This is an optimization exercise on Yosys and OpenROAD, whose aim is small area, a short achievable clock period and few clock cycles, not a production implementation.
No run shown here included a check of the RTL's function; only the layout flow was run.
Power and IR drop assume default switching activity.

$ cat flow/flow/run.sh
#!/bin/bash
# Standard layout, with plain buf_1 cells as the port buffers and a larger setup margin for
# timing repair.
set -euo pipefail
bash standard.sh BUFFER_PORTS_ARGS="-buffer_cell sky130_fd_sc_hd__buf_1" SETUP_SLACK_MARGIN=6.9 finish > standard.log 2>&1
$ cat flow/standard.sh
#!/bin/bash
# synth_recipe.tcl (not shown) runs the flow's synth.tcl, then flattens the netlist and writes it again
# the make line also repeats each setting of config.mk as NAME=value (left out here)
make -C /OpenROAD-flow-scripts/flow DESIGN_CONFIG=/design/flow/config.mk WORK_HOME=/design/flow/orfs CLKGATE_MAP_FILE= SYNTH_SCRIPT=/design/flow/synth_recipe.tcl "${@:-finish}"
$ cat flow/config.mk
export PLATFORM = sky130hd
export DESIGN_NAME = dz3_tile_scrambler
export DESIGN_NICKNAME = dz3_tile_scrambler
export VERILOG_FILES = /design/flow/design.v
export SDC_FILE = /design/flow/constraint.sdc
export NUM_CORES = 4
export LEC_CHECK = 0
export CAP_MARGIN = 20
export CORE_MARGIN = 2
export CORE_UTILIZATION = 50
export CTS_BUF_LIST = sky130_fd_sc_hd__clkbuf_4 sky130_fd_sc_hd__clkbuf_8
export PLACE_DENSITY = 0.6
export SLEW_MARGIN = 20
$ cat flow/constraint.sdc
create_clock -name core_clock -period 10.0 [get_ports {clk}]
set_input_delay 2.0000 -clock core_clock [delete_from_list [all_inputs] [get_ports {clk}]]
set_output_delay 2.0000 -clock core_clock [all_outputs]
set_load 0.01 [all_outputs]
$ cat flow/design.v
module dz3_tile_scrambler (
    input  wire        clk,
    input  wire        rst_n,
    input  wire        cmd_valid,
    output reg         cmd_ready,
    input  wire        cmd_dir,
    input  wire [63:0] cmd_block,
    input  wire [63:0] cmd_page,
    input  wire [63:0] cmd_slot,
    input  wire        in_valid,
    output reg         in_ready,
    input  wire [63:0] in_data,
    output reg         out_valid,
    output reg  [63:0] out_data,
    output reg         res_valid,
    output reg         res_crc_ok
);
    localparam [31:0] RESIDUE = 32'hB798_B438;
    localparam [9:0]  BEAT_CMD = 10'd398;
    localparam [9:0]  BEAT_LAST = 10'd515;
    reg [63:0] p_sr, s_sr, b_sr;    
    reg [13:0] p_h;                 
    reg [7:0]  s_h;
    reg [3:0]  b_h;
    reg [3:0]  col_n;               
    reg [3:0]  col_c;               
    reg        fa_c;                
    reg [6:0]  jc;                  
    reg        wrapped;
    reg        eng;                 
    reg        dir_n;               
    wire [3:0] col_nx = p_h[13] + p_h[11] + !p_h[7] + p_h[4] + !p_h[1] + !p_sr[1]
                      + s_h[7] + !s_h[2] + s_sr[1]
                      + b_h[3] + b_h[1] + b_h[0] + !b_sr[1];
    wire [3:0] col_n0 = 4'd3 + !cmd_page[0] + cmd_slot[0] + !cmd_block[0];
    wire [4:0] col_sum = col_n + col_c;
    wire       s_bit  = col_sum[0] & (jc < 7'd64) & !wrapped;
    wire       a_lsb  = p_sr[41] & (wrapped | (jc >= 7'd23));
    wire       fa_sum = a_lsb ^ s_bit ^ fa_c;
    wire       fa_co  = (a_lsb & s_bit) | (a_lsb & fa_c) | (s_bit & fa_c);
    wire [22:0] seed  = p_sr[63:41];
    wire       seed_ok = eng & wrapped & (jc == 7'd46) & !fa_c;
    reg  [22:0] lfsr;
    reg         dir;
    reg  [9:0]  beat;
    reg  [63:0] plain_r;
    reg  [31:0] crc;
    reg         first1, last1, last2;
    function [86:0] prbs64;       
        input [22:0] s_in;
        reg   [22:0] s;
        reg   [63:0] ks;
        reg          o;
        integer i;
        begin
            s = s_in;
            for (i = 0; i < 64; i = i + 1) begin
                o = s[22] ^ s[17];
                s = {s[21:0], o};
                ks[i] = o;
            end
            prbs64 = {s, ks};
        end
    endfunction
    wire [86:0] step     = prbs64(lfsr);
    wire [63:0] result   = in_data ^ step[63:0];
    wire        adv      = in_valid & in_ready;
    wire        last     = (beat == BEAT_LAST);
    wire        take     = seed_ok & (!in_ready | (adv & last));
    wire        accept   = cmd_valid & cmd_ready;
    wire [31:0] crc_base = first1 ? 32'hFFFF_FFFF : crc;
    wire [63:0] cx = {plain_r[63:32], crc_base ^ plain_r[31:0]};
    wire [31:0] cy;
    wire [412:0] cg;
    assign cg[0] = cx[32] ^ cx[55];
    assign cg[1] = cx[38] ^ cx[47];
    assign cg[2] = cx[14] ^ cx[18];
    assign cg[3] = cx[34] ^ cx[57];
    assign cg[4] = cx[33] ^ cx[52];
    assign cg[5] = cx[11] ^ cx[29];
    assign cg[6] = cx[1] ^ cx[12];
    assign cg[7] = cx[36] ^ cx[45];
    assign cg[8] = cx[42] ^ cx[58];
    assign cg[9] = cx[53] ^ cx[54];
    assign cg[10] = cx[13] ^ cx[51];
    assign cg[11] = cx[24] ^ cx[30];
    assign cg[12] = cx[15] ^ cx[27];
    assign cg[13] = cx[31] ^ cx[50];
    assign cg[14] = cx[37] ^ cx[46];
    assign cg[15] = cx[40] ^ cx[49];
    assign cg[16] = cx[39] ^ cx[48];
    assign cg[17] = cx[16] ^ cx[28];
    assign cg[18] = cx[26] ^ cg[0];
    assign cg[19] = cx[0] ^ cx[62];
    assign cg[20] = cx[25] ^ cx[44];
    assign cg[21] = cx[61] ^ cg[2];
    assign cg[22] = cx[41] ^ cx[59];
    assign cg[23] = cx[35] ^ cx[60];
    assign cg[24] = cx[22] ^ cg[1];
    assign cg[25] = cx[4] ^ cx[63];
    assign cg[26] = cx[23] ^ cg[5];
    assign cg[27] = cx[10] ^ cx[21];
    assign cg[28] = cx[43] ^ cg[11];
    assign cg[29] = cx[56] ^ cg[9];
    assign cg[30] = cx[17] ^ cg[4];
    assign cg[31] = cx[3] ^ cg[8];
    assign cg[32] = cx[5] ^ cg[17];
    assign cg[33] = cx[7] ^ cg[15];
    assign cg[34] = cx[19] ^ cg[3];
    assign cg[35] = cx[6] ^ cg[16];
    assign cg[36] = cx[20] ^ cg[7];
    assign cg[37] = cg[12] ^ cg[18];
    assign cg[38] = cx[9] ^ cg[20];
    assign cg[39] = cg[6] ^ cg[23];
    assign cg[40] = cx[2] ^ cg[10];
    assign cg[41] = cg[14] ^ cg[27];
    assign cg[42] = cx[2] ^ cx[13];
    assign cg[43] = cx[41] ^ cg[12];
    assign cg[44] = cx[0] ^ cg[24];
    assign cg[45] = cg[19] ^ cg[25];
    assign cg[46] = cx[60] ^ cg[31];
    assign cg[47] = cg[13] ^ cg[22];
    assign cg[48] = cx[8] ^ cg[28];
    assign cg[49] = cx[55] ^ cx[63];
    assign cg[50] = cx[8] ^ cx[14];
    assign cg[51] = cx[17] ^ cx[59];
    assign cg[52] = cx[58] ^ cg[19];
    assign cg[53] = cx[42] ^ cg[30];
    assign cg[54] = cx[18] ^ cg[36];
    assign cg[55] = cx[15] ^ cg[33];
    assign cg[56] = cg[9] ^ cg[32];
    assign cg[57] = cg[6] ^ cg[26];
    assign cg[58] = cg[21] ^ cg[26];
    assign cg[59] = cx[44] ^ cx[53];
    assign cg[60] = cx[35] ^ cx[49];
    assign cg[61] = cx[38] ^ cx[61];
    assign cg[62] = cx[54] ^ cx[57];
    assign cg[63] = cx[12] ^ cx[22];
    assign cg[64] = cx[11] ^ cg[14];
    assign cg[65] = cx[30] ^ cg[15];
    assign cg[66] = cx[43] ^ cg[22];
    assign cg[67] = cx[10] ^ cx[25];
    assign cg[68] = cx[16] ^ cx[21];
    assign cg[69] = cx[3] ^ cg[3];
    assign cg[70] = cx[26] ^ cx[31];
    assign cg[71] = cg[4] ^ cg[7];
    assign cg[72] = cx[4] ^ cx[23];
    assign cg[73] = cx[33] ^ cg[1];
    assign cg[74] = cx[55] ^ cg[34];
    assign cg[75] = cx[7] ^ cg[29];
    assign cg[76] = cg[10] ^ cg[13];
    assign cg[77] = cx[34] ^ cg[2];
    assign cg[78] = cg[24] ^ cg[49];
    assign cg[79] = cx[9] ^ cg[25];
    assign cg[80] = cg[31] ^ cg[35];
    assign cg[81] = cx[46] ^ cg[67];
    assign cg[82] = cx[40] ^ cg[37];
    assign cg[83] = cx[39] ^ cg[38];
    assign cg[84] = cg[40] ^ cg[68];
    assign cg[85] = cg[30] ^ cg[41];
    assign cg[86] = cg[28] ^ cg[39];
    assign cg[87] = cx[53] ^ cx[56];
    assign cg[88] = cx[36] ^ cx[56];
    assign cg[89] = cx[6] ^ cx[58];
    assign cg[90] = cx[17] ^ cx[61];
    assign cg[91] = cx[19] ^ cx[22];
    assign cg[92] = cx[19] ^ cx[21];
    assign cg[93] = cx[35] ^ cg[8];
    assign cg[94] = cx[24] ^ cx[43];
    assign cg[95] = cx[20] ^ cx[36];
    assign cg[96] = cx[28] ^ cx[48];
    assign cg[97] = cx[12] ^ cx[62];
    assign cg[98] = cx[52] ^ cg[8];
    assign cg[99] = cx[11] ^ cx[45];
    assign cg[100] = cx[29] ^ cg[0];
    assign cg[101] = cx[1] ^ cg[14];
    assign cg[102] = cx[16] ^ cx[35];
    assign cg[103] = cg[16] ^ cg[88];
    assign cg[104] = cx[29] ^ cg[16];
    assign cg[105] = cx[5] ^ cx[62];
    assign cg[106] = cx[15] ^ cx[37];
    assign cg[107] = cx[59] ^ cg[61];
    assign cg[108] = cx[2] ^ cg[23];
    assign cg[109] = cx[50] ^ cg[60];
    assign cg[110] = cx[57] ^ cg[22];
    assign cg[111] = cx[10] ^ cg[71];
    assign cg[112] = cg[34] ^ cg[36];
    assign cg[113] = cg[0] ^ cg[50];
    assign cg[114] = cg[13] ^ cg[29];
    assign cg[115] = cg[17] ^ cg[73];
    assign cg[116] = cg[11] ^ cg[95];
    assign cg[117] = cg[51] ^ cg[59];
    assign cg[118] = cx[37] ^ cg[34];
    assign cg[119] = cx[47] ^ cg[18];
    assign cg[120] = cg[5] ^ cg[103];
    assign cg[121] = cx[3] ^ cg[64];
    assign cg[122] = cx[56] ^ cg[65];
    assign cg[123] = cg[6] ^ cg[62];
    assign cg[124] = cg[29] ^ cg[42];
    assign cg[125] = cg[18] ^ cg[35];
    assign cg[126] = cx[1] ^ cg[69];
    assign cg[127] = cg[20] ^ cg[70];
    assign cg[128] = cg[4] ^ cg[33];
    assign cg[129] = cx[18] ^ cg[66];
    assign cg[130] = cg[63] ^ cg[72];
    assign cg[131] = cg[24] ^ cg[89];
    assign cg[132] = cx[13] ^ cg[25];
    assign cg[133] = cg[32] ^ cg[76];
    assign cg[134] = cg[41] ^ cg[115];
    assign cg[135] = cg[21] ^ cg[124];
    assign cg[136] = cx[32] ^ cg[43];
    assign cg[137] = cg[52] ^ cg[54];
    assign cg[138] = cg[23] ^ cg[45];
    assign cg[139] = cg[47] ^ cg[113];
    assign cg[140] = cg[39] ^ cg[122];
    assign cg[141] = cg[50] ^ cg[114];
    assign cg[142] = cg[35] ^ cg[38];
    assign cg[143] = cg[7] ^ cg[40];
    assign cg[144] = cx[6] ^ cg[44];
    assign cg[145] = cx[51] ^ cg[79];
    assign cg[146] = cg[37] ^ cg[107];
    assign cg[147] = cg[10] ^ cg[53];
    assign cg[148] = cg[21] ^ cg[45];
    assign cg[149] = cx[23] ^ cg[75];
    assign cg[150] = cx[38] ^ cg[55];
    assign cg[151] = cg[19] ^ cg[46];
    assign cg[152] = cg[48] ^ cg[119];
    assign cg[153] = cg[56] ^ cg[144];
    assign cg[154] = cg[48] ^ cg[146];
    assign cg[155] = cg[57] ^ cg[90];
    assign cg[156] = cg[58] ^ cg[81];
    assign cg[157] = cx[63] ^ cg[84];
    assign cg[158] = cg[86] ^ cg[149];
    assign cg[159] = cx[58] ^ cx[60];
    assign cg[160] = cx[27] ^ cg[159];
    assign cg[161] = cg[42] ^ cg[160];
    assign cg[162] = cg[74] ^ cg[120];
    assign cg[163] = cg[129] ^ cg[32];
    assign cg[164] = cg[44] ^ cg[161];
    assign cg[165] = cg[85] ^ cg[162];
    assign cg[166] = cg[163] ^ cg[164];
    assign cg[167] = cg[165] ^ cg[166];
    assign cg[168] = cx[20] ^ cx[28];
    assign cg[169] = cg[168] ^ cg[80];
    assign cg[170] = cg[117] ^ cg[118];
    assign cg[171] = cg[44] ^ cg[140];
    assign cg[172] = cg[58] ^ cg[169];
    assign cg[173] = cg[170] ^ cg[171];
    assign cg[174] = cg[172] ^ cg[173];
    assign cg[175] = cg[61] ^ cg[62];
    assign cg[176] = cg[72] ^ cg[92];
    assign cg[177] = cg[104] ^ cg[42];
    assign cg[178] = cg[175] ^ cg[47];
    assign cg[179] = cg[55] ^ cg[176];
    assign cg[180] = cg[177] ^ cg[86];
    assign cg[181] = cg[137] ^ cg[178];
    assign cg[182] = cg[179] ^ cg[180];
    assign cg[183] = cg[181] ^ cg[182];
    assign cg[184] = cx[39] ^ cx[61];
    assign cg[185] = cg[15] ^ cg[184];
    assign cg[186] = cg[91] ^ cg[101];
    assign cg[187] = cg[105] ^ cg[20];
    assign cg[188] = cg[185] ^ cg[116];
    assign cg[189] = cg[46] ^ cg[186];
    assign cg[190] = cg[187] ^ cg[139];
    assign cg[191] = cg[188] ^ cg[189];
    assign cg[192] = cg[157] ^ cg[190];
    assign cg[193] = cg[191] ^ cg[192];
    assign cg[194] = cx[62] ^ cg[79];
    assign cg[195] = cg[80] ^ cg[112];
    assign cg[196] = cg[82] ^ cg[133];
    assign cg[197] = cg[194] ^ cg[195];
    assign cg[198] = cg[156] ^ cg[196];
    assign cg[199] = cg[197] ^ cg[198];
    assign cg[200] = cg[3] ^ cg[2];
    assign cg[201] = cg[63] ^ cg[116];
    assign cg[202] = cg[125] ^ cg[40];
    assign cg[203] = cg[200] ^ cg[138];
    assign cg[204] = cg[150] ^ cg[201];
    assign cg[205] = cg[202] ^ cg[203];
    assign cg[206] = cg[204] ^ cg[205];
    assign cg[207] = cx[43] ^ cx[8];
    assign cg[208] = cg[96] ^ cg[108];
    assign cg[209] = cg[13] ^ cg[51];
    assign cg[210] = cg[207] ^ cg[78];
    assign cg[211] = cg[126] ^ cg[55];
    assign cg[212] = cg[208] ^ cg[209];
    assign cg[213] = cg[210] ^ cg[211];
    assign cg[214] = cg[212] ^ cg[156];
    assign cg[215] = cg[213] ^ cg[214];
    assign cg[216] = cx[44] ^ cx[9];
    assign cg[217] = cx[28] ^ cg[69];
    assign cg[218] = cg[105] ^ cg[109];
    assign cg[219] = cg[10] ^ cg[216];
    assign cg[220] = cg[130] ^ cg[217];
    assign cg[221] = cg[218] ^ cg[219];
    assign cg[222] = cg[85] ^ cg[220];
    assign cg[223] = cg[221] ^ cg[154];
    assign cg[224] = cg[222] ^ cg[223];
    assign cg[225] = cx[24] ^ cg[87];
    assign cg[226] = cx[27] ^ cg[225];
    assign cg[227] = cg[77] ^ cg[111];
    assign cg[228] = cg[131] ^ cg[26];
    assign cg[229] = cg[226] ^ cg[83];
    assign cg[230] = cg[133] ^ cg[138];
    assign cg[231] = cg[227] ^ cg[228];
    assign cg[232] = cg[229] ^ cg[230];
    assign cg[233] = cg[231] ^ cg[232];
    assign cg[234] = cx[33] ^ cx[41];
    assign cg[235] = cx[45] ^ cx[25];
    assign cg[236] = cg[234] ^ cg[235];
    assign cg[237] = cg[131] ^ cg[21];
    assign cg[238] = cg[236] ^ cg[82];
    assign cg[239] = cg[237] ^ cg[157];
    assign cg[240] = cg[158] ^ cg[238];
    assign cg[241] = cg[239] ^ cg[240];
    assign cg[242] = cx[54] ^ cx[5];
    assign cg[243] = cx[7] ^ cx[8];
    assign cg[244] = cg[1] ^ cg[94];
    assign cg[245] = cg[106] ^ cg[27];
    assign cg[246] = cg[242] ^ cg[243];
    assign cg[247] = cg[127] ^ cg[244];
    assign cg[248] = cg[245] ^ cg[246];
    assign cg[249] = cg[151] ^ cg[58];
    assign cg[250] = cg[247] ^ cg[248];
    assign cg[251] = cg[249] ^ cg[250];
    assign cg[252] = cx[16] ^ cg[91];
    assign cg[253] = cg[99] ^ cg[6];
    assign cg[254] = cg[45] ^ cg[252];
    assign cg[255] = cg[253] ^ cg[142];
    assign cg[256] = cg[254] ^ cg[154];
    assign cg[257] = cg[255] ^ cg[256];
    assign cg[258] = cx[48] ^ cx[52];
    assign cg[259] = cx[21] ^ cg[258];
    assign cg[260] = cg[66] ^ cg[70];
    assign cg[261] = cg[33] ^ cg[259];
    assign cg[262] = cg[78] ^ cg[118];
    assign cg[263] = cg[38] ^ cg[260];
    assign cg[264] = cg[261] ^ cg[137];
    assign cg[265] = cg[57] ^ cg[262];
    assign cg[266] = cg[263] ^ cg[264];
    assign cg[267] = cg[265] ^ cg[266];
    assign cg[268] = cx[63] ^ cx[0];
    assign cg[269] = cg[3] ^ cg[59];
    assign cg[270] = cg[109] ^ cg[268];
    assign cg[271] = cg[269] ^ cg[32];
    assign cg[272] = cg[53] ^ cg[54];
    assign cg[273] = cg[270] ^ cg[57];
    assign cg[274] = cg[271] ^ cg[272];
    assign cg[275] = cg[152] ^ cg[273];
    assign cg[276] = cg[274] ^ cg[275];
    assign cg[277] = cx[51] ^ cx[52];
    assign cg[278] = cx[55] ^ cx[57];
    assign cg[279] = cx[10] ^ cg[277];
    assign cg[280] = cg[278] ^ cg[99];
    assign cg[281] = cg[11] ^ cg[279];
    assign cg[282] = cg[39] ^ cg[47];
    assign cg[283] = cg[280] ^ cg[281];
    assign cg[284] = cg[83] ^ cg[282];
    assign cg[285] = cg[283] ^ cg[153];
    assign cg[286] = cg[284] ^ cg[285];
    assign cg[287] = cx[40] ^ cx[60];
    assign cg[288] = cx[31] ^ cg[287];
    assign cg[289] = cg[98] ^ cg[288];
    assign cg[290] = cg[75] ^ cg[81];
    assign cg[291] = cg[125] ^ cg[289];
    assign cg[292] = cg[143] ^ cg[290];
    assign cg[293] = cg[291] ^ cg[155];
    assign cg[294] = cg[292] ^ cg[293];
    assign cg[295] = cx[27] ^ cg[97];
    assign cg[296] = cg[110] ^ cg[121];
    assign cg[297] = cg[128] ^ cg[295];
    assign cg[298] = cg[135] ^ cg[296];
    assign cg[299] = cg[297] ^ cg[152];
    assign cg[300] = cg[298] ^ cg[299];
    assign cg[301] = cg[73] ^ cg[96];
    assign cg[302] = cg[97] ^ cg[74];
    assign cg[303] = cg[132] ^ cg[38];
    assign cg[304] = cg[43] ^ cg[46];
    assign cg[305] = cg[301] ^ cg[141];
    assign cg[306] = cg[302] ^ cg[303];
    assign cg[307] = cg[304] ^ cg[305];
    assign cg[308] = cg[306] ^ cg[307];
    assign cg[309] = cx[49] ^ cx[54];
    assign cg[310] = cx[26] ^ cg[309];
    assign cg[311] = cg[64] ^ cg[92];
    assign cg[312] = cg[108] ^ cg[36];
    assign cg[313] = cg[310] ^ cg[21];
    assign cg[314] = cg[44] ^ cg[53];
    assign cg[315] = cg[311] ^ cg[312];
    assign cg[316] = cg[136] ^ cg[145];
    assign cg[317] = cg[313] ^ cg[314];
    assign cg[318] = cg[315] ^ cg[316];
    assign cg[319] = cg[317] ^ cg[318];
    assign cg[320] = cx[50] ^ cx[15];
    assign cg[321] = cx[20] ^ cg[87];
    assign cg[322] = cg[42] ^ cg[110];
    assign cg[323] = cg[320] ^ cg[321];
    assign cg[324] = cg[322] ^ cg[323];
    assign cg[325] = cg[151] ^ cg[324];
    assign cg[326] = cg[155] ^ cg[325];
    assign cg[327] = cx[59] ^ cg[28];
    assign cg[328] = cg[46] ^ cg[123];
    assign cg[329] = cg[84] ^ cg[148];
    assign cg[330] = cg[327] ^ cg[328];
    assign cg[331] = cg[329] ^ cg[330];
    assign cg[332] = cx[31] ^ cg[20];
    assign cg[333] = cg[120] ^ cg[126];
    assign cg[334] = cg[43] ^ cg[332];
    assign cg[335] = cg[134] ^ cg[148];
    assign cg[336] = cg[333] ^ cg[334];
    assign cg[337] = cg[335] ^ cg[336];
    assign cg[338] = cx[42] ^ cx[46];
    assign cg[339] = cx[62] ^ cg[338];
    assign cg[340] = cg[71] ^ cg[27];
    assign cg[341] = cg[339] ^ cg[129];
    assign cg[342] = cg[132] ^ cg[37];
    assign cg[343] = cg[340] ^ cg[140];
    assign cg[344] = cg[341] ^ cg[342];
    assign cg[345] = cg[343] ^ cg[344];
    assign cg[346] = cx[38] ^ cg[49];
    assign cg[347] = cg[13] ^ cg[27];
    assign cg[348] = cg[98] ^ cg[104];
    assign cg[349] = cg[346] ^ cg[21];
    assign cg[350] = cg[117] ^ cg[347];
    assign cg[351] = cg[348] ^ cg[349];
    assign cg[352] = cg[350] ^ cg[351];
    assign cg[353] = cx[48] ^ cg[1];
    assign cg[354] = cg[3] ^ cg[65];
    assign cg[355] = cg[100] ^ cg[353];
    assign cg[356] = cg[43] ^ cg[52];
    assign cg[357] = cg[354] ^ cg[355];
    assign cg[358] = cg[85] ^ cg[143];
    assign cg[359] = cg[56] ^ cg[356];
    assign cg[360] = cg[357] ^ cg[358];
    assign cg[361] = cg[359] ^ cg[360];
    assign cg[362] = cx[30] ^ cg[60];
    assign cg[363] = cg[101] ^ cg[5];
    assign cg[364] = cg[17] ^ cg[29];
    assign cg[365] = cg[30] ^ cg[362];
    assign cg[366] = cg[77] ^ cg[78];
    assign cg[367] = cg[80] ^ cg[47];
    assign cg[368] = cg[363] ^ cg[364];
    assign cg[369] = cg[365] ^ cg[366];
    assign cg[370] = cg[367] ^ cg[368];
    assign cg[371] = cg[369] ^ cg[370];
    assign cg[372] = cx[11] ^ cx[30];
    assign cg[373] = cg[93] ^ cg[372];
    assign cg[374] = cg[76] ^ cg[128];
    assign cg[375] = cg[130] ^ cg[41];
    assign cg[376] = cg[373] ^ cg[136];
    assign cg[377] = cg[56] ^ cg[374];
    assign cg[378] = cg[375] ^ cg[376];
    assign cg[379] = cg[377] ^ cg[378];
    assign cg[380] = cx[34] ^ cx[36];
    assign cg[381] = cx[12] ^ cg[380];
    assign cg[382] = cg[94] ^ cg[381];
    assign cg[383] = cg[26] ^ cg[382];
    assign cg[384] = cg[139] ^ cg[147];
    assign cg[385] = cg[383] ^ cg[153];
    assign cg[386] = cg[384] ^ cg[385];
    assign cg[387] = cg[100] ^ cg[106];
    assign cg[388] = cg[77] ^ cg[387];
    assign cg[389] = cg[142] ^ cg[147];
    assign cg[390] = cg[388] ^ cg[158];
    assign cg[391] = cg[389] ^ cg[390];
    assign cg[392] = cg[102] ^ cg[74];
    assign cg[393] = cg[111] ^ cg[127];
    assign cg[394] = cg[135] ^ cg[150];
    assign cg[395] = cg[48] ^ cg[392];
    assign cg[396] = cg[393] ^ cg[394];
    assign cg[397] = cg[395] ^ cg[396];
    assign cg[398] = cx[41] ^ cx[17];
    assign cg[399] = cg[102] ^ cg[398];
    assign cg[400] = cg[112] ^ cg[121];
    assign cg[401] = cg[37] ^ cg[52];
    assign cg[402] = cg[399] ^ cg[83];
    assign cg[403] = cg[141] ^ cg[400];
    assign cg[404] = cg[401] ^ cg[402];
    assign cg[405] = cg[403] ^ cg[404];
    assign cg[406] = cx[56] ^ cg[93];
    assign cg[407] = cg[51] ^ cg[123];
    assign cg[408] = cg[54] ^ cg[406];
    assign cg[409] = cg[82] ^ cg[134];
    assign cg[410] = cg[145] ^ cg[407];
    assign cg[411] = cg[408] ^ cg[409];
    assign cg[412] = cg[410] ^ cg[411];
    assign cy[0] = cg[167];
    assign cy[1] = cg[174];
    assign cy[2] = cg[183];
    assign cy[3] = cg[193];
    assign cy[4] = cg[199];
    assign cy[5] = cg[206];
    assign cy[6] = cg[215];
    assign cy[7] = cg[224];
    assign cy[8] = cg[233];
    assign cy[9] = cg[241];
    assign cy[10] = cg[251];
    assign cy[11] = cg[257];
    assign cy[12] = cg[267];
    assign cy[13] = cg[276];
    assign cy[14] = cg[286];
    assign cy[15] = cg[294];
    assign cy[16] = cg[300];
    assign cy[17] = cg[308];
    assign cy[18] = cg[319];
    assign cy[19] = cg[326];
    assign cy[20] = cg[331];
    assign cy[21] = cg[337];
    assign cy[22] = cg[345];
    assign cy[23] = cg[352];
    assign cy[24] = cg[361];
    assign cy[25] = cg[371];
    assign cy[26] = cg[379];
    assign cy[27] = cg[386];
    assign cy[28] = cg[391];
    assign cy[29] = cg[397];
    assign cy[30] = cg[405];
    assign cy[31] = cg[412];
    reg         in_ready_n;
    reg  [9:0]  beat_n;
    always @(*) begin
        in_ready_n = in_ready;
        if (take)
            in_ready_n = 1'b1;
        else if (adv & last)
            in_ready_n = 1'b0;
        beat_n = beat;
        if (take)
            beat_n = 10'd0;
        else if (adv)
            beat_n = beat + 10'd1;
    end
    always @(posedge clk) begin
        if (!rst_n) begin
            cmd_ready <= 1'b1;
            in_ready  <= 1'b0;
            eng       <= 1'b0;
            out_valid <= 1'b0;
            first1    <= 1'b0;
            last1     <= 1'b0;
            last2     <= 1'b0;
            res_valid <= 1'b0;
        end else begin
            cmd_ready <= !eng & !accept & (!in_ready | (beat >= BEAT_CMD));
            in_ready  <= in_ready_n;
            if (accept)
                eng <= 1'b1;
            else if (take)
                eng <= 1'b0;
            out_valid <= adv;
            first1    <= adv & (beat == 10'd0);
            last1     <= adv & last;
            last2     <= last1;
            res_valid <= last2;
        end
    end
    always @(posedge clk) begin
        if (accept) begin
            p_sr    <= cmd_page;
            s_sr    <= cmd_slot;
            b_sr    <= cmd_block;
            p_h     <= 14'd0;
            s_h     <= 8'd0;
            b_h     <= 4'd0;
            col_n   <= col_n0;
            col_c   <= 4'd5;
            fa_c    <= 1'b1;
            jc      <= 7'd0;
            wrapped <= 1'b0;
            dir_n   <= cmd_dir;
        end else begin
            p_sr    <= {fa_sum, p_sr[63:1]};
            s_sr    <= {1'b0, s_sr[63:1]};
            b_sr    <= {1'b0, b_sr[63:1]};
            p_h     <= {p_h[12:0], p_sr[0]};
            s_h     <= {s_h[6:0], s_sr[0]};
            b_h     <= {b_h[2:0], b_sr[0]};
            col_n   <= col_nx;
            col_c   <= col_sum[4:1];
            fa_c    <= fa_co;
            if (jc == 7'd68) begin
                jc      <= 7'd46;
                wrapped <= 1'b1;
            end else begin
                jc      <= jc + 7'd1;
            end
        end
        if (take) begin
            lfsr <= seed;
            dir  <= dir_n;
        end else if (adv) begin
            lfsr <= step[86:64];
        end
        beat     <= beat_n;
        out_data <= result;
        plain_r  <= dir ? result : in_data;
        if (out_valid)
            crc <= cy;
        res_crc_ok <= (crc == RESIDUE);
    end
endmodule
==> run summary, run 1 <==
- The startpoint identified for the worst hold timing path is b_sr[35]$_DFF_P_.
- The timing-limited maximum frequency is 289.6 MHz.
- The total overflow left after global routing is 0.
- The count of different cell masters after synthesis is 44.
- The first routing iteration left 976 violations.
- Data on the critical path arrives at its endpoint at 4000 ps.
- The depth of the worst hold-timing path is 2.
- For the pin with the worst max-slew slack, the measured transition is ~1000 ps.
- The number of antenna violations at the first check in global routing is 8.
- The origin of the critical flop-to-flop path is p_h[1]$_SDFF_PP0_.
- The setup-violating endpoint count in the final report is 0.
- STA classifies the critical path endpoint as a flip-flop.
- The flow ran to the end and the layout has no timing, DRC or antenna violations.
- For this design the ratio of total power to cell area is 214.2 nW/um^2.
- The count of clock tree sinks is roughly 440.
- The category of the worst setup path launch point is a flip-flop.
- TritonCTS built the clock tree.
- The deepest clock path buffer count is 3.
- For this run, asynchronously set or reset flops after synthesis account for 0.
- The routed via count divided by cell count is approximately 4.9.
- Among all cell types in the netlist, the one instantiated most often is nand2_1.
- Total power for the finished layout comes to approximately 0.0053 W.
- The detailed-route wire length per cell is 20.06 um.
- The layout net count is 2755.
- Setup repair after global routing could not meet its margin everywhere.
- The start-to-end type of the worst setup path is flip-flop to flip-flop.
- The worst clock skew is 25.09 ps.
- The reg2reg setup slack is about 6500 ps.
- Counting every net in the synthesized netlist gives 2427.
- Routability-driven placement finished with a final weighted congestion of 0.9908.
- The area share of the largest cell type after synthesis is 0.3676.
- The synthesized design spends more area on one cell type than any other, namely dfxtp_1.
- The core region is 40920 um^2.
- In the finished design, the share of the clock period the worst path needs comes to 0.3453.
- The average instance in the mapped netlist occupies between 9 and 10 um^2.
- The area added between synthesis and finish is 18.19%.
- The root buffer cell chosen for the clock tree is clkbuf_8.
- The HPWL reported at the end of detailed placement is 47400 um.
- The pre-antenna-repair detailed-routing pass consisted of 5 iterations.
- The count of synthesis-stage warnings from yosys is 1.
- The overall die height is 208.0 um.
- For this block, the routed nets add up to around 61000 um of wire.
- The number of global-route vias before repair was 15230.
- The clock-pin slew on the worst setup and hold paths is 60 ps.
- The number of synthesized register bits is 439.
- The initial utilization of the core area, before any placement, comes to 0.5084.
- The register area share after synthesis is 0.4498.
- The required time of the worst setup path is between 10000 and 15000 ps.
- In this run, post-CTS hold repair placed 0 buffers.
- The max-capacitance violation count is 0.
- The number of slew-limit violations in the final report is 0.
- Counting flops with a built-in enable in the synthesized netlist gives 57.
- The total CTS buffers is 73.
- For the worst flop-to-flop path, the logic depth is 11.
- The clock period minus final worst setup slack is 3453 ps.
- The setup TNS after final layout is 0 ps.
- The worst pin sits at a relative slew slack of 0.3165.
- Measured on the finished design, the core utilization comes to 0.6009.
- The most frequently used flop master after synthesis is dfxtp_1.
- The endpoint of the worst hold path is b_sr[34]$_DFF_P_.
- The mapped netlist covers 20810 um^2.
- Ranked by instance count, the synthesized netlist is headed by nand2_1, xnor2_1, dfxtp_1.
- The cell count after synthesis came out at 2140.
- Across the VDD grid, the largest voltage drop is 119.6 uV.
- The number of ports placed on the die boundary is 330.
- The row count is 74.
- Entering global routing, the biggest net connects 134 pins.
- Of the cells placed in the final design, the portion with a size suffix greater than 1 is 0.1149.
- The level count of the clock H-tree is 3.
- The die covers ~43000 um^2.
- In this run the remaining antenna-violating nets after routing total 0.
- The capture instance of the worst register-to-register path is col_n[1]$_DFF_P_.
- Detailed routing inserted a total of 14980 vias.
- After detailed routing, the number of remaining DRC violations is 0.
- The hold violation total from the final report is 0.
- The tightest min-delay check is of the flip-flop to flip-flop type.
- The overall track demand over capacity in global routing is 0.2837.
- The floorplan step set the die width to 208.0 um.
- The later pin in the worst-skew pair is clocked with a latency of 630 ps.
- Input and output buffers added on the ports amount to between 300 and 400.
- The first global-routing pass estimated 91700 um of wire.
- By area the synthesized netlist is led by dfxtp_1, xnor2_1, nand2_1.
- The leakage dissipation is 10.86 nW.
- Along the worst path, the maximum fanout reaches 2.
[power breakdown]
group / internal, W / switching [W]
clock network: 0.000947 / 0.000725
registers: 0.00203 / 0.0000969
logic: 0.000757 / 0.000713
[kinds of logic after synthesis]
family,after synthesis,synth area share
AND/OR/NAND/NOR,864,0.1649
flip-flops,439,0.4498
XOR/XNOR,647,0.3307
AO/OA/AOI/OAI,24,0.006675
buffers and inverters,132,0.02441
adder cells (fa/ha/maj),26,0.01924
multiplexers,8,0.004270
[state kept, by name, indices dropped and copies added (netlist names), 4 cells and up]
| name | count |
|---|---|
| b_h | 4 |
| b_sr | 64 |
| beat | 10 |
| col_c | 4 |
| col_n | 4 |
| crc | 32 |
| jc | 7 |
| lfsr | 23 |
| out_data | 64 |
| p_h | 14 |
| p_sr | 64 |
| plain_r | 64 |
| s_h | 8 |
| s_sr | 64 |
[layer usage]
layer  routed length (um)  global-route usage  share of wire  vias up
li1                     -                   -              -     7274
met1                25230              0.3506           0.41     7088
met2                29000              0.4683           0.47      482
met3                 4778             0.08030          0.078      130
met4                 2365              0.1137          0.039        6
met5                   33                   0        0.00054        -
[area by class of cell]
class	instances	area, um^2
Clock buffer	114	1400
Multi-Input combinational cell	1569	11050
Clock inverter	17	156.4
Timing Repair Buffer	344	1715
Sequential cell	439	9418
Fill cell	3657	16330
Tap cell	532	665.6
Inverter	41	170.2
Antenna cell	5	12.51
[worst max-delay path by stage]
stage	start	endpoint	slack (ps)
after global routing	p_h[1]$_SDFF_PP0_	col_n[1]$_DFF_P_	6430
after global placement	cmd_valid	cmd_ready$_SDFF_PN1_	5630
after CTS	p_h[1]$_SDFF_PP0_	col_n[1]$_DFF_P_	6510
final	p_h[1]$_SDFF_PP0_	col_n[1]$_DFF_P_	6550
after floorplan	p_h[1]$_SDFF_PP0_	col_n[1]$_DFF_P_	6690
after detailed placement	cmd_valid	p_sr[2]$_DFF_P_	5600
[cell usage in the layout, fill, tap and decap left out, drive strengths merged, types with 3 or more instances in the layout]
cell / count
a21oi: 12
and2: 23
and3: 3
buf: 341
clkbuf: 116
clkinv: 8
clkinvlp: 4
dfxtp: 382
diode: 5
edfxtp: 57
fa: 10
ha: 16
inv: 44
mux2: 7
nand2: 648
nand2b: 10
nand3: 9
nand4b: 3
nor2: 145
nor2b: 4
nor3: 6
nor4: 3
nor4b: 3
o21ai: 6
xnor2: 420
xnor3: 76
xor2: 143
xor3: 8
[metrics by stage]
stage	setup WS, ps	instances	instance area (um^2)	hold WS [ps]
after detailed placement	5604	2917	22460	403.8
after global routing	6435	3059	24590	414.6
final	6547	3061	24590	400.7
after CTS	6513	3055	24460	393.5
after floorplan	6691	2140	20900	398.8
after global placement	5634	2917	22460	403.0
[worst max-delay path, stage by stage, from the launching register on]
cell and delay (ps):
dfxtp_2 320, inv_2 40, fa_1 520, inv_1 50, fa_1 500, fa_1 430, fa_1 510, inv_2 40
fa_2 350, inv_2 70, fa_2 410, mux2i_1 120
[timing repair]
item / 4_1_cts / 5_1_grt
endpoints found under the setup margin: 175 / 281
hold endpoints to repair: 0 / 0
gates resized for setup: 147 / 30
buffers inserted: 6 / 1
pin swaps: 3 / 4
gates cloned: 1 / 0
==> run 2, diff against run 1 <==
==> flow/flow/run.sh (replaced) <==
#!/bin/bash
# Standard layout, with plain buf_1 cells as the port buffers.
set -euo pipefail
bash standard.sh BUFFER_PORTS_ARGS="-buffer_cell sky130_fd_sc_hd__buf_1" finish > standard.log 2>&1
--- a/flow/config.mk
+++ b/flow/config.mk
@@ -10,3 +10,2 @@
 export CORE_UTILIZATION = 50
-export CTS_BUF_LIST = sky130_fd_sc_hd__clkbuf_4 sky130_fd_sc_hd__clkbuf_8
 export PLACE_DENSITY = 0.6
==> run summary, run 2 <==
- The reg2reg setup slack came to 6420 ps (-130 ps).
- The most frequently used flop master after synthesis is dfxtp_1.
- The proportion of total power due to net switching is 0.2848 (-0.006478).
- The kind of end point of the critical path is a flip-flop.
- The clock power share is 0.330 (+0.013).
- Yosys attributes the largest share of cell area to dfxtp_1, xnor2_1, nand2_1.
- The detailed-route wire length per cell is 20.23 um (+0.85%).
- The share of total power in sequential cells is 0.402 (-0.002).
- The pre-CTS setup slack is 5125 ps (-479.6 ps).
- The first-pass detailed-route iteration total is 5 (unchanged).
- The leakage dissipation is 10.44 nW (-3.8%).
- The remaining global-route overflow is 0 (unchanged).
- The count of clock tree sinks is 439 (unchanged).
- The post-route fraction of the period consumed by the critical path is 0.3930 (+0.04768).
- The count of different cell masters after synthesis is 44 (unchanged).
- The number of slew-limit violations in the final report is 0 (unchanged).
- The portion of total power attributed to combinational logic is 0.269 (-0.010).
- The mean instance size in the synthesized netlist was 9.723 um^2 (unchanged).
- The cell area after layout is 24020 um^2 (-2.3%).
- The combined buffer and inverter count along the critical path is 2 (-2).
- The worst clock skew is 36.21 ps (+11.12 ps).
- The cell count after synthesis is 2140 (unchanged).
- By instance count, the cell type seen most on the critical path is nand2_1.
- The core box area came to 40920 um^2 (unchanged).
- The count of unresolved DRC violations after routing was 0 (unchanged).
- In the layout the commonest cells are nand2_1, xnor2_1, dfxtp_1.
- TritonCTS built the clock tree.
- The count of filler cells inserted in the layout is 3679 (+0.60%).
- The flow ran to the end and the layout has no timing, DRC or antenna violations.
- The routed via count divided by cell count was 4.962 (+1.4%).
- The overall track demand over capacity in global routing is 0.2785 (-0.005262).
- The total nets after synthesis is 2427 (unchanged).
- The number of enable-type register cells in the synthesized netlist was 57 (unchanged).
- The dominant cell type by area after synthesis is dfxtp_1.
- The deepest clock path buffer count is 3 (unchanged).
- The setup fix buffers added after clock tree synthesis is 0 (-6).
- The number of antenna violations at the first check in global routing is 13 (+5).
- The leading cell type by number of instances after synthesis is nand2_1.
- Walking the worst path, the cells encountered are buf_1 -> and2_1 -> nand3_1 -> o21ai_0 -> nand2_1 -> nand2_1 -> buf_8.
- The count of synthesis-stage warnings from yosys was 1 (unchanged).
- The first-pass GRT wire length is 89990 um (-1.9%).
- The setup-violating endpoint count in the final report is 0 (unchanged).
- The worst relative slew slack is 0.2545 (-0.06203).
- The number of synthesized register bits is 439 (unchanged).
- Setup repair after global routing left no endpoint under its margin.
- The row count is 74 (unchanged).
- The die area is 43260 um^2 (unchanged).
- The iteration-0 DRC count of the detailed router is 1165 (+19%).
- The total internal power is 0.003787 W (+1.4%).
- The slack of the critical path was 6070 ps (-476.8 ps).
- The clock-pin slew on the worst setup and hold paths was 60 ps (about the same).
- The setup TNS after final layout came to 0 ps (unchanged).
- The total CTS buffers came to 47 (-36%).
- The overall die width is 208.0 um (unchanged).
- The hold violation total from the final report is 0 (unchanged).
- The net switching power of the design is 0.001508 W (-1.7%).
- The class of the most critical hold timing path is flip-flop to flip-flop.
- The power density relative to cell area is 220.5 nW/um^2 (+2.9%).
- The maximum fanout encountered on the critical timing path came to 25 (+23).
- The slew at the pin closest to its max-slew limit was 1110 ps (+92.38 ps).
- The start-to-end type of the worst setup path is input pin to flip-flop.
- The via count of the routed design is 14920 (-0.39%).
- The number of ports placed on the die boundary is 330 (unchanged).
- The final antenna-violating net count is 0 (unchanged).
- The HPWL reported at the end of detailed placement is 47390 um (about the same).
- The area of the mapped netlist is 20810 um^2 (unchanged).
- The library cell used most frequently in the layout, excluding fill and tap cells, is nand2_1.
- The register area share after synthesis is 0.4498 (unchanged).
- The largest stage delay on the critical path was 610 ps (+90 ps).
- The timing-limited maximum frequency is 254.5 MHz (-12%).
- The final estimated routing congestion in global placement came to 0.9856 (-0.52%).
- The worst setup path is launched from an input pin.
- The routed wire length came to 60830 um (-0.93%).
- The layout net count is 2724 (-1.1%).
- The total instance count after detailed placement is 2919 (+0.069%).
- The clock period minus final worst setup slack is 3930 ps (+476.8 ps).
- The level count of the clock H-tree came to 2 (-1).
- The area growth from synthesis to layout is 15.42%.
- The area share of the largest cell type after synthesis was 0.3676 (unchanged).
- The worst hold slack came to 398.6 ps (-2.100 ps).
- The overall die height was 208.0 um (unchanged).
- The total cell area at the placement stage was 22430 um^2 (-0.11%).
- The starting density of the core was 0.5084 (unchanged).
- The post-layout instance count excluding filler cells is 3007 (-1.8%).
- CTS placed an instance of clkbuf_16 at the clock tree root.
- The number of port buffers came to 329 (unchanged).
- The total of cells resized after clock tree synthesis came to 0 (-100%).
- Sorting the synthesized cells by how often they occur yields nand2_1, xnor2_1, dfxtp_1.
- The max-capacitance violation count was 0 (unchanged).
- The pin count of the biggest net entering global routing is 118 (-12%).
- On the critical path the largest part of the delay comes from simple AND/OR/NAND/NOR gates.
- The proportion of layout cells with a drive suffix above 1 is 0.03883 (-0.07606).
- The worst ir drop on vdd is 132.3 uV (+11%).
- The async set-reset flop share out of synthesis is 0 (unchanged).
- The slowest stage of the critical path belongs to the cell nand2_1.
- The clock insertion delay at the later pin of the skew report was 600 ps (-30 ps).
- The total of hold buffers inserted after clock tree synthesis is 0 (unchanged).
- The arrival time at the worst endpoint is 4220 ps (+220 ps).
- The required time of the worst setup path is 10290 ps (-260 ps).
- The number of global-route vias before repair came to 14830 (-2.6%).
==> run 2: tightest hold or removal path, delay by kind of cell (launching register included) <==
kind,cells,cell delay (ps)
flip-flops,1,300
AND/OR/NAND/NOR,2,90
==> run 2: cell type report <==
class / count / area [um^2] / area share
inverters: 41 / 158.9 / 0.006617
flip-flops and latches: 439 / 9360 / 0.3898
clock inverters: 10 / 150.1 / 0.006252
diodes: 3 / 7.507 / 0.0003126
clock buffers: 74 / 1409 / 0.05866
repair buffers: 339 / 1318 / 0.05486
multi-input cells: 1569 / 10950 / 0.4558
well taps: 532 / 665.6 / 0.02772
==> run 2: power groups by stage <==
stage / clock network, W / registers [W] / logic [W]
2_1_floorplan: 0 / 0.00212 / 0.00108
3_3_place_gp: 0 / 0.00216 / 0.00140
3_5_place_dp: 0 / 0.00216 / 0.00141
4_1_cts: 0.00178 / 0.00213 / 0.00142
5_1_grt: 0.00185 / 0.00214 / 0.00154
6_report: 0.00175 / 0.00213 / 0.00142
==> run 2: metrics by stage <==
stage                 util  total power (W)
detailed placement  0.5482         0.003571
finish              0.5868         0.005295
floorplan                -         0.003204
global placement    0.5482         0.003558
global route        0.5866         0.005525
CTS                 0.5863         0.005331
==> run 2: routing by layer <==
metal / up-vias / routed length [um] / global-route usage
met5: - / 139 / 0
met4: 20 / 2425 / 0.1081
met3: 133 / 4622 / 0.07215
met2: 477 / 29090 / 0.4647
met1: 7090 / 24560 / 0.3456
li1: 7202 / - / -
==> run 2: worst paths after layout <==
check | start | to | cells past startpoint
worst min register to register | b_sr[42]$_DFF_P_ | b_sr[41]$_DFF_P_ | 2
worst max register to register | p_h[1]$_SDFF_PP0_ | col_n[2]$_DFF_P_ | 13
worst min-delay path | b_sr[42]$_DFF_P_ | b_sr[41]$_DFF_P_ | 2
worst max-delay path | in_valid | lfsr[2]$_DFFE_PP_ | 7
==> run 2: logic make-up (layout without fill, tap and decap cells) <==
kind of cell / Yosys count / in the layout / share of synthesized area
xor gates and xnor gates: 647 / 647 / 0.3307
adders and majority gates: 26 / 26 / 0.01924
DFF: 439 / 439 / 0.4498
muxes: 8 / 8 / 0.004270
and+or+nand+nor: 864 / 864 / 0.1649
other: 0 / 3 / 0
buffers and inverters: 132 / 464 / 0.02441
AOI/OAI and AO/OA: 24 / 24 / 0.006675
==> run 3, diff against run 2 <==
--- a/flow/design.v
+++ b/flow/design.v
@@ -24,4 +24,5 @@
     reg [3:0]  b_h;
-    reg [3:0]  col_n;               
-    reg [3:0]  col_c;               
+    reg [2:0]  pcol_n, qcol_n;      
+    reg [2:0]  pcol_c, qcol_c;      
+    reg        pq_c;                
     reg        fa_c;                
@@ -31,8 +32,33 @@
     reg        dir_n;               
-    wire [3:0] col_nx = p_h[13] + p_h[11] + !p_h[7] + p_h[4] + !p_h[1] + !p_sr[1]
-                      + s_h[7] + !s_h[2] + s_sr[1]
-                      + b_h[3] + b_h[1] + b_h[0] + !b_sr[1];
-    wire [3:0] col_n0 = 4'd3 + !cmd_page[0] + cmd_slot[0] + !cmd_block[0];
-    wire [4:0] col_sum = col_n + col_c;
-    wire       s_bit  = col_sum[0] & (jc < 7'd64) & !wrapped;
+    function [2:0] popc6;
+        input [5:0] x;
+        reg s1, c1, s2, c2, h, hc, b1, b2;
+        begin
+            {c1, s1} = x[0] + x[1] + x[2];
+            {c2, s2} = x[3] + x[4] + x[5];
+            {hc, h}  = s1 + s2;
+            {b2, b1} = c1 + c2 + hc;
+            popc6 = {b2, b1, h};
+        end
+    endfunction
+    function [2:0] popc7;
+        input [6:0] x;
+        reg s1, c1, s2, c2, s3, c3, b1, b2;
+        begin
+            {c1, s1} = x[0] + x[1] + x[2];
+            {c2, s2} = x[3] + x[4] + x[5];
+            {c3, s3} = s1 + s2 + x[6];
+            {b2, b1} = c1 + c2 + c3;
+            popc7 = {b2, b1, s3};
+        end
+    endfunction
+    wire [2:0] pcol_nx = popc6({p_h[13], p_h[11], !p_h[7], p_h[4], !p_h[1], !p_sr[1]});
+    wire [2:0] qcol_nx = popc7({s_h[7], !s_h[2], s_sr[1], b_h[3], b_h[1], b_h[0], !b_sr[1]});
+    wire [2:0] pcol_n0 = 3'd2 + !cmd_page[0];
+    wire [2:0] qcol_n0 = 3'd1 + cmd_slot[0] + !cmd_block[0];
+    wire [3:0] pcol_sum = pcol_n + pcol_c;
+    wire [3:0] qcol_sum = qcol_n + qcol_c;
+    wire       sum_bit  = pcol_sum[0] ^ qcol_sum[0] ^ pq_c;
+    wire       pq_co    = (pcol_sum[0] & qcol_sum[0]) | (pq_c & (pcol_sum[0] | qcol_sum[0]));
+    wire       s_bit  = sum_bit & (jc < 7'd64) & !wrapped;
     wire       a_lsb  = p_sr[41] & (wrapped | (jc >= 7'd23));
@@ -558,3 +584,3 @@
     always @(posedge clk) begin
-        if (accept) begin
+        if (cmd_ready) begin
             p_sr    <= cmd_page;
@@ -565,4 +591,7 @@
             b_h     <= 4'd0;
-            col_n   <= col_n0;
-            col_c   <= 4'd5;
+            pcol_n  <= pcol_n0;
+            qcol_n  <= qcol_n0;
+            pcol_c  <= 3'd3;
+            qcol_c  <= 3'd2;
+            pq_c    <= 1'b0;
             fa_c    <= 1'b1;
@@ -578,4 +607,7 @@
             b_h     <= {b_h[2:0], b_sr[0]};
-            col_n   <= col_nx;
-            col_c   <= col_sum[4:1];
+            pcol_n  <= pcol_nx;
+            qcol_n  <= qcol_nx;
+            pcol_c  <= pcol_sum[3:1];
+            qcol_c  <= qcol_sum[3:1];
+            pq_c    <= pq_co;
             fa_c    <= fa_co;
==> flow/flow/run.sh (replaced) <==
#!/bin/bash
# The standard layout (standard.sh), with:
#  - plain buf_1 cells as the port buffers,
#  - a larger setup margin for timing repair,
#  - clock tree: larger sink clusters and no dummy loads.
set -euo pipefail
bash standard.sh \
  BUFFER_PORTS_ARGS="-buffer_cell sky130_fd_sc_hd__buf_1" \
  SETUP_SLACK_MARGIN=6.9 \
  CTS_ARGS="-sink_clustering_enable -repair_clock_nets -dont_use_dummy_load -buf_list sky130_fd_sc_hd__clkbuf_8 -sink_clustering_size 20 -sink_clustering_max_diameter 60" \
  finish > standard.log 2>&1
==> run summary, run 3 <==
- The worst relative slew slack is 0.3091 (+0.05464).
- The proportion of layout cells with a drive suffix above 1 is 0.1742 (+0.1354).
- The start-to-end type of the worst setup path is flip-flop to primary output.
- The deepest clock path buffer count is 3 (unchanged).
- The die area is 43400 um^2 (+0.33%).
- The layout net count is 2349 (-14%).
- The count of unresolved DRC violations after routing is 0 (unchanged).
- The number of antenna violations at the first check in global routing is 2 (-11).
- The worst register-to-register path ends at crc[1]$_DFFE_PP_.
- The class of the most critical hold timing path is flip-flop to flip-flop.
- The total CTS buffers is 35 (-26%).
- The sum of met2 wire segment lengths after detailed routing is 27260 um (-6.3%).
- The HPWL reported at the end of detailed placement is 44740 um (-5.6%).
- The setup TNS after final layout was 0 ps (unchanged).
- The total met3 wirelength after detailed routing is 3183 um (-31%).
- The async set-reset flop share out of synthesis came to 0 (unchanged).
- The number of synthesized register bits is 444 (+1.1%).
- The register area came to 9507 um^2 (+1.6%).
- The leading cell type by number of instances after synthesis is xnor2_1.
- The dominant cell type by area after synthesis is dfxtp_1.
- The total power of the final layout came to 0.004268 W (-19%).
- The setup-violating endpoint count in the final report is 0 (unchanged).
- The register area share after synthesis was 0.4531 (+0.003285).
- The worst ir drop on vdd is 119.9 uV (-9.3%).
- The level count of the clock H-tree came to 2 (unchanged).
- The launch point of the critical path is out_valid$_SDFF_PN0_.
- The hold violation total from the final report is 0 (unchanged).
- The number of slew-limit violations in the final report was 0 (unchanged).
- The first-pass GRT wire length was 83360 um (-7.4%).
- The number of global-route vias before repair is 13260 (-11%).
- The TritonCTS clock tree is done.
- The overall die width is 208.3 um (+0.17%).
- The total of hold buffers inserted after clock tree synthesis is 0 (unchanged).
- Routed signal wires occupy layers up through met5.
- The required time of the worst setup path is 8000 ps (-2290 ps).
- STA classifies the critical path endpoint as a primary output.
- The worst hold path startpoint is p_sr[9]$_DFF_P_.
- The routed via count divided by cell count is 5.050 (+1.8%).
- The reg2reg setup slack is 6980 ps (+560 ps).
- The iteration-0 DRC count of the detailed router is 805 (-31%).
- The final antenna-violating net count was 0 (unchanged).
- The via count of the routed design came to 13090 (-12%).
- The category of the worst setup path launch point is a flip-flop.
- The count of clock tree sinks is 444 (+1.1%).
- After synthesis, the cell types taking the most area are dfxtp_1, xnor2_1, mux2_2.
- The leading cell type in the layout, fill and taps excluded is xnor2_1.
- The power density relative to cell area is 181.4 nW/um^2 (-18%).
- The path with the worst hold slack has its endpoint at p_sr[8]$_DFF_P_.
- The mean instance size in the synthesized netlist came to 11.91 um^2 (+22%).
- The arrival time at the worst endpoint is 1220 ps (-3000 ps).
- The met1 routed wirelength after detailed routing was 24280 um (-1.1%).
- The top cell types in the final layout, fill and taps aside, are xnor2_1, dfxtp_1, buf_1.
- The number of cell instances on the worst register-to-register path is 6 (-7).
- The flow ran to the end and the layout has no timing, DRC or antenna violations.
- The count of synthesis-stage warnings from yosys came to 1 (unchanged).
- The total nets after synthesis is 2039 (-16%).
- The final estimated routing congestion in global placement is 1.011 (+2.6%).
- The commonest cells after synthesis are xnor2_1, dfxtp_1, mux2_2.
- The number of enable-type register cells in the synthesized netlist is 57 (unchanged).
- The overall track demand over capacity in global routing came to 0.2620 (-0.01649).
- The maximum fanout encountered on the critical timing path is 2 (-92%).
- Setup repair after global routing could not meet its margin everywhere.
- The leakage dissipation was 9.359 nW (-10%).
- The count of filler cells inserted in the layout is 3613 (-1.8%).
- The first-pass detailed-route iteration total is 5 (unchanged).
- The timing-limited maximum frequency is 311.0 MHz (+22%).
- The remaining global-route overflow is 0 (unchanged).
- The diode insertion count for antenna repair is 0 (-3).
- The total area of multi-input combinational cells is 11080 um^2 (+1.2%).
- The root buffer cell is clkbuf_8.
- The detailed-route wire length per cell was 22.02 um (+8.9%).
- The final cell utilization of the core is 0.5738 (-0.01307).
- The area share of the largest cell type after synthesis is 0.3711 (+0.003561).
- The pin count of the biggest net entering global routing came to 86 (-27%).
- The area of the mapped netlist is 20880 um^2 (+0.34%).
- The overall die height came to 208.3 um (+0.17%).
- The depth of the worst hold-timing path is 1 (-1).
- The max-capacitance violation count is 0 (unchanged).
- In the synthesized netlist the dominant register cell turns out to be dfxtp_1.
- The post-route fraction of the period consumed by the critical path is 0.3215 (-0.07147).
- The clock insertion delay at the later pin of the skew report is 640 ps (+40 ps).
- The clock period minus final worst setup slack came to 3215 ps (-714.7 ps).
- The count of different cell masters after synthesis came to 45 (+2.3%).
- The core box area is 41020 um^2 (+0.23%).
- The number of port buffers is 329 (unchanged).
- The slew at the pin closest to its max-slew limit is 1036 ps (-73.98 ps).
- The cell count after synthesis is 1753 (-18%).
- The row count is 74 (unchanged).
- The starting density of the core is 0.5090 (+0.0005606).
- The number of ports placed on the die boundary is 330 (unchanged).
- The clock-pin slew on the worst setup and hold paths came to 110 ps (+50 ps).
- The worst clock skew is 101.0 ps (+64.80 ps).
- The routed wire length is 57110 um (-6.1%).
- Relative to the synthesized area, the layout overhead comes to 12.73%.
- The origin of the critical flop-to-flop path is plain_r[39]$_DFF_P_.
run 3: cell types whose count changed after synthesis, moves of 6 or more:
cell,before,now
nand2_1,648,81
mux2_2,7,194
clkbuf_1,79,57
nor2b_1,4,26
and2_1,23,5
inv_1,40,30
xor2_1,142,149
xnor3_1,73,67
run 3: cell type report:
cell class | instances | area share
multi-input cells | 1207 | 0.4708
flip-flops and latches | 444 | 0.4040
repair buffers | 344 | 0.07130
well taps | 532 | 0.02828
clock buffers | 35 | 0.02047
inverters | 31 | 0.005157
run 3: worst max-delay path by stage:
stage                         endpoint
floorplan            lfsr[0]$_DFFE_PP_
global placement    lfsr[15]$_DFFE_PP_
detailed placement   lfsr[2]$_DFFE_PP_
CTS                          out_valid
global route                 out_valid
finish                       out_valid
run 3: through the flow:
stage | hold slack [ps] | cell area, um^2 | worst slack (ps) | std cells
5_1_grt | 453.1 | 23530 | 6731 | 2593
6_report | 437.0 | 23530 | 6785 | 2593
3_5_place_dp | 426.4 | 22590 | 5915 | 2551
4_1_cts | 429.2 | 23440 | 6715 | 2593
2_1_floorplan | 400.3 | 20980 | 6707 | 1753
3_3_place_gp | 416.7 | 22580 | 5344 | 2551
run 3: kinds of logic (layout without fill, tap and decap cells):
group                      count (synthesis)  after routing  share of synthesized area
AOI/OAI and AO/OA                         20             20                   0.005574
xor gates and xnor gates                 657            657                     0.3315
adders and majority gates                 25             25                    0.01894
buffers and inverters                    102            410                    0.01936
DFF                                      444            444                     0.4531
muxes                                    196            196                     0.1056
and+or+nand+nor                          309            309                    0.06593
run 3: worst max-delay path, cell delays in order, from the launching register on:
cell and delay [ps]:
dfxtp_4 360, buf_12 130, buf_6 110
run 3: repair_timing:
action / 4_1_cts / 5_1_grt
endpoints found under the setup margin: 105 / 36
cloned: 1 / 0
setup buffers: 6 / 0
hold endpoints to repair: 0 / 0
resized for setup: 108 / 29
run 3: report_power, final:
group	switching (W)	internal, W
clock network	0.000562	0.000315
registers	0.0000691	0.00200
logic	0.000599	0.000723
run 3: routing by layer:
metal,vias up,GRT usage
met5,-,0
met4,4,0.1097
met1,6337,0.3356
li1,6221,-
met3,114,0.04181
met2,418,0.4409
==> run 4, diff against run 3 <==
--- a/flow/config.mk
+++ b/flow/config.mk
@@ -9,4 +9,4 @@
 export CORE_MARGIN = 2
-export CORE_UTILIZATION = 50
-export PLACE_DENSITY = 0.6
+export CORE_UTILIZATION = 65
+export PLACE_DENSITY = 0.75
 export SLEW_MARGIN = 20
==> run summary, run 4 <==
- The dominant cell type by area after synthesis is dfxtp_1.
- The level count of the clock H-tree is 2 (unchanged).
- The detailed-route wire length per cell came to 22.07 um (+0.22%).
- The clock insertion delay at the later pin of the skew report is 590 ps (-50 ps).
- The overall track demand over capacity in global routing is 0.3229 (+0.06091).
- The library cell used most frequently in the layout, excluding fill and tap cells, is xnor2_1.
- The arrival time at the worst endpoint is 1200 ps (-20 ps).
- The async set-reset flop share out of synthesis came to 0 (unchanged).
- The clock period minus final worst setup slack came to 3202 ps (-12.86 ps).
- The register area share after synthesis was 0.4531 (unchanged).
- The count of unresolved DRC violations after routing was 0 (unchanged).
- The slack of the critical path is 6798 ps (+12.86 ps).
- The cell count after synthesis is 1753 (unchanged).
- The class of the most critical hold timing path is flip-flop to flip-flop.
- The row count was 65 (-12%).
- The final estimated routing congestion in global placement came to 1.013 (+0.20%).
- The count of different cell masters after synthesis is 45 (unchanged).
- The mean instance size in the synthesized netlist was 11.91 um^2 (unchanged).
- The number of enable-type register cells in the synthesized netlist is 57 (unchanged).
- The clock-pin slew on the worst setup and hold paths is 120 ps (about the same).
- The worst relative slew slack came to 0.2683 (-0.04080).
- The pin count of the biggest net entering global routing is 101 (+17%).
- The post-route fraction of the period consumed by the critical path is 0.3203 (-0.001286).
- The timing-limited maximum frequency came to 312.3 MHz (+0.40%).
- The proportion of layout cells with a drive suffix above 1 is 0.1442 (-0.03001).
- The max-capacitance violation count came to 0 (unchanged).
- The core box area is 31560 um^2 (-23%).
- The setup-violating endpoint count in the final report came to 0 (unchanged).
- The kind of end point of the critical path is a primary output.
- The final antenna-violating net count is 0 (unchanged).
- The maximum fanout encountered on the critical timing path was 2 (unchanged).
- The power density relative to cell area came to 183.2 nW/um^2 (+1.0%).
- For this run, the leading register cell type out of synthesis is dfxtp_1.
- The worst ir drop on vdd is 137.3 uV (+14%).
- The flow ran to the end and the layout has no timing, DRC or antenna violations.
- The number of antenna violations at the first check in global routing is 2 (unchanged).
- The first-pass detailed-route iteration total is 5 (unchanged).
- The number of slew-limit violations in the final report is 0 (unchanged).
- The first-pass GRT wire length is 80220 um (-3.8%).
- STA classifies the critical path startpoint as a flip-flop.
- The routed via count divided by cell count is 5.435 (+7.6%).
- The number of ports placed on the die boundary is 330 (unchanged).
- The count of clock tree sinks came to 444 (unchanged).
- The number of port buffers came to 329 (unchanged).
- The deepest clock path buffer count is 3 (unchanged).
- The area of the mapped netlist is 20880 um^2 (unchanged).
- The area share of the largest cell type after synthesis is 0.3711 (unchanged).
- The total nets after synthesis was 2039 (unchanged).
- Walking the worst path, the cells encountered are buf_12 -> buf_6.
- The pre-CTS setup slack came to 5336 ps (-578.6 ps).
- The top cell types in the final layout, fill and taps aside, are xnor2_1, dfxtp_1, buf_1.
- The worst setup path is of the flip-flop to primary output kind.
- The largest stage delay on the critical path is 360 ps (about the same).
- TritonCTS built the clock tree.
- The die area was 33570 um^2 (-23%).
- The overall die width is 183.2 um (-12%).
- The routed wire length was 54380 um (-4.8%).
- The iteration-0 DRC count of the detailed router is 1202 (+49%).
- In this run the clock root is driven by a clkbuf_8.
- The slew at the pin closest to its max-slew limit was 1098 ps (+61.20 ps).
- The leading cell type by number of instances after synthesis is xnor2_1.
- The worst clock skew is 113.5 ps (+12.47 ps).
- The total CTS buffers is 36 (+2.9%).
- After synthesis, the cell types taking the most area are dfxtp_1, xnor2_1, mux2_2.
- The register area was 9477 um^2 (-0.32%).
- The layout net count is 2348 (-0.043%).
- The starting density of the core came to 0.6616 (+0.1526).
- The number of global-route vias before repair came to 13710 (+3.4%).
- The count of filler cells inserted in the layout came to 2284 (-37%).
- Setup repair after global routing could not meet its margin everywhere.
- The commonest cells after synthesis are xnor2_1, dfxtp_1, mux2_2.
- The via count of the routed design is 13390 (+2.3%).
- The count of synthesis-stage warnings from yosys came to 1 (unchanged).
- From synthesis to final layout, the design area changed by 11.02%.
- The hold violation total from the final report is 0 (unchanged).
- The remaining global-route overflow was 0 (unchanged).
- The number of synthesized register bits is 444 (unchanged).
- The setup TNS after final layout is 0 ps (unchanged).
- The HPWL reported at the end of detailed placement was 42320 um (-5.4%).
- The leakage dissipation came to 9.214 nW (-1.5%).
- The total area of multi-input combinational cells is 11100 um^2 (+0.18%).
- The master of the slowest instance on the critical path is dfxtp_4.
- The required time of the worst setup path is 8000 ps (about the same).
- The overall die height is 183.2 um (-12%).
==> run 4: metal layers <==
layer  wire length, um  share of wire  global-route usage  vias up
met5                 0              0                   0        -
met4              3054          0.056              0.1642        0
met3              4241          0.078             0.05798      142
met2             26170           0.48              0.5470      615
met1             20920           0.38              0.3972     6403
li1                  -              -                   -     6232
==> run 4: report_power, final <==
group | total (W) | internal, W | switching [W]
clock | 0.000871 | 0.000324 | 0.000547
sequential | 0.00207 | 0.00200 | 0.0000712
combinational | 0.00131 | 0.000717 | 0.000589
==> run 4: layout make-up <==
type | count | area share
diodes | 2 | 0.0002159
clock buffers | 36 | 0.02138
inverters | 31 | 0.005344
multi-input cells | 1207 | 0.4789
flip-flops and latches | 444 | 0.4089
well taps | 402 | 0.02170
repair buffers | 342 | 0.06354
==> run 4: cell families after synthesis <==
| logic type | Yosys count | synth area share |
|---|---|---|
| muxes | 196 | 0.1056 |
| and+or+nand+nor | 309 | 0.06593 |
| DFF | 444 | 0.4531 |
| xor gates and xnor gates | 657 | 0.3315 |
| buffers and inverters | 102 | 0.01936 |
| AOI/OAI and AO/OA | 20 | 0.005574 |
| adders and majority gates | 25 | 0.01894 |
==> run 4: worst paths after layout <==
path	slack (ps)	to	depth (start not counted)	from
worst min-delay path	390	b_sr[34]$_DFF_P_	1	b_sr[35]$_DFF_P_
worst min register to register	390	b_sr[34]$_DFF_P_	1	b_sr[35]$_DFF_P_
worst max register to register	6930	crc[20]$_DFFE_PP_	6	plain_r[43]$_DFF_P_
worst max-delay path	6800	out_valid	2	out_valid$_SDFF_PN0_
==> run 4: what timing repair did <==
item                       in CTS  in global routing
setup buffers                   6                  0
setup endpoints to repair      92                 17
resized for setup              42                 10
hold buffers                    0                  0
cloned                          1                  0
==> run 4: metrics by stage <==
stage          area, um^2  total power [W]  std cells  utilization  hold slack, ps
2_1_floorplan       20980         0.003081       1753            -           400.3
6_report            23180         0.004247       2464       0.7345           390.1
4_1_cts             23110         0.004255       2461       0.7324           380.9
3_3_place_gp        22400         0.003361       2418       0.7098           415.3
3_5_place_dp        22400         0.003392       2418       0.7098           420.3
5_1_grt             23170         0.004418       2462       0.7343           374.6
==> run 4: worst max-delay path: cells and delay by family, from the launching register on <==
| family | cells | cell delay, ps |
|---|---|---|
| flip-flops | 1 | 360 |
| buffers and inverters | 2 | 240 |

[re-timing with driven ports]
In the flow no input, the clock included, has a driving cell. The finished layouts below were timed again as built, in two steps.
Step 1, drivers: a clkbuf_16 drives clk and a buf_2 each remaining input, both assumed.
Step 2 adds t to the input delays and takes it off the output delays; t is the mean of the earliest and latest rising clock arrival at the registers after step 1. Input paths then give back, and output paths get back, about the clock's delay inside the block.
Three values: ideal, step 1, step 2; two values: the first two.
run | t (ns) | setup WS [ns] | worst hold slack (ns)
run 1 | 0.669 | 6.547 / 6.547 / 6.165 | 0.401 / 0.401 / 0.401
run 2 | 0.638 | 6.070 / 6.101 / 5.463 | 0.399 / 0.399 / 0.399
run 3 | 0.644 | 6.785 / 6.731 / 6.440 | 0.437 / 0.437 / 0.437
run 4 | 0.588 | 6.797 / 6.749 / 6.481 | 0.390 / 0.390 / 0.390
After both steps every run listed still meets setup and hold. For run 2, which loses most, drivers alone change the setup slack by +0.031 ns; drivers and shift together by -0.607 ns.
